From an optimization exercise on the open Yosys and OpenROAD flow, aimed at small area, a short achievable clock period and few clock cycles; shortcuts taken in it are not production practice. Function was checked by simulation only, so behaviour that the tests miss may differ from the original. No activity file was given, so power comes from the tool's default toggle rates.

## adeger_core
module adeger_core (
    input  wire        clk,
    input  wire        rst,
    input  wire        run,
    input  wire [15:0] entry,
    output wire [1:0]  state,
    output wire [3:0]  fault_cause,
    output wire [15:0] fault_pc,
    output wire [31:0] fault_word,
    output wire        imem_en,
    output wire [9:0]  imem_addr,
    input  wire [31:0] imem_rdata,
    output wire        dmem_en,
    output wire        dmem_we,
    output wire [8:0]  dmem_addr,
    output wire [47:0] dmem_wdata,
    input  wire [47:0] dmem_rdata,
    output wire        evt_valid,
    output wire [13:0] evt_code
);
    localparam [2:0] C_NONE = 3'd0, C_OPCODE = 3'd1, C_FIELD = 3'd2,
                     C_REGISTER = 3'd3, C_READONLY = 3'd4, C_ADDRESS = 3'd5,
                     C_STACK = 3'd6, C_PC_RANGE = 3'd7;
    integer i;
    reg        running, faulted;
    reg [2:0]  fcause;
    reg [47:0] w [0:15];
    reg [15:0] one;          
    reg [15:0] a [0:3];
    reg [5:0]  fl;
    reg [10:0] lr;           
    reg [10:0] stk [0:7];    
    reg [3:0]  sp;           
    reg [15:0] f_pc;         
    reg        f_v;          
    reg        e_v;
    reg [15:0] e_pc;
    reg [31:0] e_ir;         
    reg        e_fault;      
    reg [2:0]  e_cause;
    reg [47:0] e_opa, e_opb;
    reg [3:0]  e_rd;
    reg        e_ldconf;     
    reg        e_a_ld, e_b_ld;   
    reg        e_imm_sx;
    reg        e_rs_sum, e_rs_and, e_rs_or, e_rs_xor, e_rs_sh, e_rs_ldsh, e_rs_b;
    reg        e_inv, e_cin, e_sh_left, e_sh_arith;
    reg        e_setfl, e_cmp_s, e_c_add, e_c_sub, e_c_sh, e_v_en;
    reg        e_we_w, e_we_a, e_we_fl;
    reg        e_ld, e_st, e_evt, e_halt, e_call, e_ret, e_loop;
    reg        e_taken;      
    reg        e_replay;     
    reg [15:0] e_tgt;        
    reg [8:0]  e_maddr;      
    reg        ldwb;
    reg [3:0]  ld_rd;
    assign state       = {running | faulted, faulted};
    assign fault_cause = {1'b0, fcause};
    assign fault_pc    = e_pc;
    assign fault_word  = e_ir;
    wire [31:0] iw    = imem_rdata;
    wire [5:0]  d_op  = iw[31:26];
    wire [3:0]  d_rd  = iw[25:22];
    wire [3:0]  d_r1  = iw[21:18];
    wire [3:0]  d_r2  = iw[17:14];
    wire [1:0]  d_crd = iw[13:12];
    wire [1:0]  d_cr1 = iw[11:10];
    wire [1:0]  d_cr2 = iw[9:8];
    wire [7:0]  d_fn  = iw[7:0];
  ...
Size in the first run: about 6100 cells after synthesis, about 240 I/O pins, roughly 69000 sq um of cells after synthesis.
export LEC_CHECK = 0
export CAP_MARGIN = 40
export CORE_MARGIN = 2
export CORE_UTILIZATION = 40
export PLACE_DENSITY = 0.6
export SLEW_MARGIN = 30
create_clock -name core_clock -period 12.0 [get_ports {clk}]
standard.sh (not shown) runs the stock make flow with config.mk's settings and CLKGATE_MAP_FILE= SYNTH_SCRIPT=/design/flow/synth_recipe.tcl, a recipe that flattens the netlist after the stock synthesis.
==> flow/flow/run.sh <==
#!/bin/bash
# The standard layout with its constraints, with these changes to how it is
# made: timing repair aims further below the clock period (setup margin) and
# works on the worst 10% of the endpoints below that margin, the resizer may
# swap a cell for one of another footprint, and the port buffers are buf_2
# cells.
set -o pipefail
bash standard.sh SETUP_SLACK_MARGIN=7 TNS_END_PERCENT=10 MATCH_CELL_FOOTPRINT=0 \
    'BUFFER_PORTS_ARGS=-buffer_cell sky130_fd_sc_hd__buf_2' finish > standard.log 2>&1
The baseline finished with timing, DRC and antenna clean.
Testbench counts at the start, summed over its fixed seeds: cycles 199,151.
Next try:
--- a/flow/flow/run.sh
+++ b/flow/flow/run.sh
@@ -4 +4 @@
-# works on the worst 10% of the endpoints below that margin, the resizer may
+# works on the worst 5% of the endpoints below that margin, the resizer may
@@ -8 +8 @@
-bash standard.sh SETUP_SLACK_MARGIN=7 TNS_END_PERCENT=10 MATCH_CELL_FOOTPRINT=0 \
+bash standard.sh SETUP_SLACK_MARGIN=7 TNS_END_PERCENT=5 MATCH_CELL_FOOTPRINT=0 \
Effect: The new run finished with timing, DRC and antenna clean; critical path depth came out lower by 1; cell area came out lower by 0.67%; routed wire length came out lower by 0.75%; non-clock buffer count came out lower by 18; area after synthesis does not change; combinational power came out lower by about 2%; power came out lower by 0.46%; flip-flop and latch count does not change.
Next try:
==> flow/flow/run.sh (replaced) <==
#!/bin/bash
# The standard layout with its constraints, with these changes to how it is
# made: timing repair aims further below the clock period (setup margin),
# the resizer may swap a cell for one of another footprint, and the port
# buffers are buf_4 cells.
set -o pipefail
bash standard.sh SETUP_SLACK_MARGIN=7 MATCH_CELL_FOOTPRINT=0 \
    'BUFFER_PORTS_ARGS=-buffer_cell sky130_fd_sc_hd__buf_4' finish > standard.log 2>&1
--- a/flow/config.mk
+++ b/flow/config.mk
@@ -10,2 +10,2 @@
-export CORE_UTILIZATION = 40
-export PLACE_DENSITY = 0.6
+export CORE_UTILIZATION = 55
+export PLACE_DENSITY = 0.72
Result: Worst setup slack gets worse by 0.068 ns. Clock-buffer cell count fell by 1. Synthesized area does not change. Power rose by about 2.5%. Worst hold slack stays flat.

---

## v6
adeger_core, a different RTL version from the one above (not shown whole).
Size in the first run: ~1200 flip-flops, roughly 240 I/O pins, roughly 0.067 mm² of cells after synthesis.
Design adeger_core, start of the top module:
module adeger_core (
    input  wire        clk,
    input  wire        rst,
    input  wire        run,
    input  wire [15:0] entry,
    output wire [1:0]  state,
    output wire [3:0]  fault_cause,
    output wire [15:0] fault_pc,
    output wire [31:0] fault_word,
    output wire        imem_en,
    output wire [9:0]  imem_addr,
    input  wire [31:0] imem_rdata,
    output wire        dmem_en,
    output wire        dmem_we,
    output wire [8:0]  dmem_addr,
    output wire [47:0] dmem_wdata,
    input  wire [47:0] dmem_rdata,
    output wire        evt_valid,
    output wire [13:0] evt_code
);
make LEC_CHECK=0 CAP_MARGIN=40 CORE_MARGIN=2 CORE_UTILIZATION=40 PLACE_DENSITY=0.6 SETUP_SLACK_MARGIN=5 SLEW_MARGIN=30 finish   # period 12.0 ns
run.sh (not shown) runs the stock make flow with config.mk's settings and CLKGATE_MAP_FILE= SYNTH_SCRIPT=/design/flow/synth_recipe.tcl, a recipe that flattens the netlist after the stock synthesis.
Stock flow here: none of the scripts above is used.
Testbench counts of v6, summed over its fixed seeds: cycles 206,335.
Relative to v6, the following input files were edited for v7:
Settings: a deleted SETUP_SLACK_MARGIN that had been 5.
Notes after the runs:
- Going from v6 to v7, global routing met1 resource utilization shrinks by 2.1 points.
- v7 vs v6 on remaining max-slew budget at the tightest pin: v7 is the higher one.
- v7: switching component of the power lower than v6
- Re cell-internal power: v7 and v6 aren't equal, and the higher value belongs to v6.
- In the metrics for v7 and v6, the one carrying the lower number of ordinary and repair buffers in the finished layout is v7.
- Measured against v7, the total power consumption of the routed design of v6 comes out at 1.06 times the reference value.

static timing again, ports no longer ideal:
Ports are ideal in the flow. The routed layouts listed here were re-timed in OpenROAD. Step 1 (the two cells are an assumption about what drives the block):
set clk [get_ports {clk}]
set_driving_cell -lib_cell sky130_fd_sc_hd__clkbuf_16 $clk
set_driving_cell -lib_cell sky130_fd_sc_hd__buf_2 [delete_from_list [all_inputs] $clk]
Step 2, shift: input delay + t, output delay - t, t = (earliest + latest rising clock arrival at the registers) / 2. This alone moves slack from input paths to output paths. a / b / c = ideal ports / drivers / drivers and shift; a / b = the first two.
run	t, ns	setup slack, ns	worst data-port slew with drivers (ns)
the first run of note 1	0.865	6.555 / 6.543 / 5.678	0.18
the second run of note 1	0.879	6.521 / 6.505 / 5.627	0.18
the third run of note 1	0.861	6.453 / 6.438 / 5.577	0.19
v6	0.859	4.882 / 4.882 / 4.597	0.16
v7	0.852	2.186 / 2.186 / 2.186	0.05
After both steps every run listed still meets setup and hold. The setup slack of the second run of note 1, which loses most, moves by -0.016 ns with the drivers and by -0.894 ns with both steps.
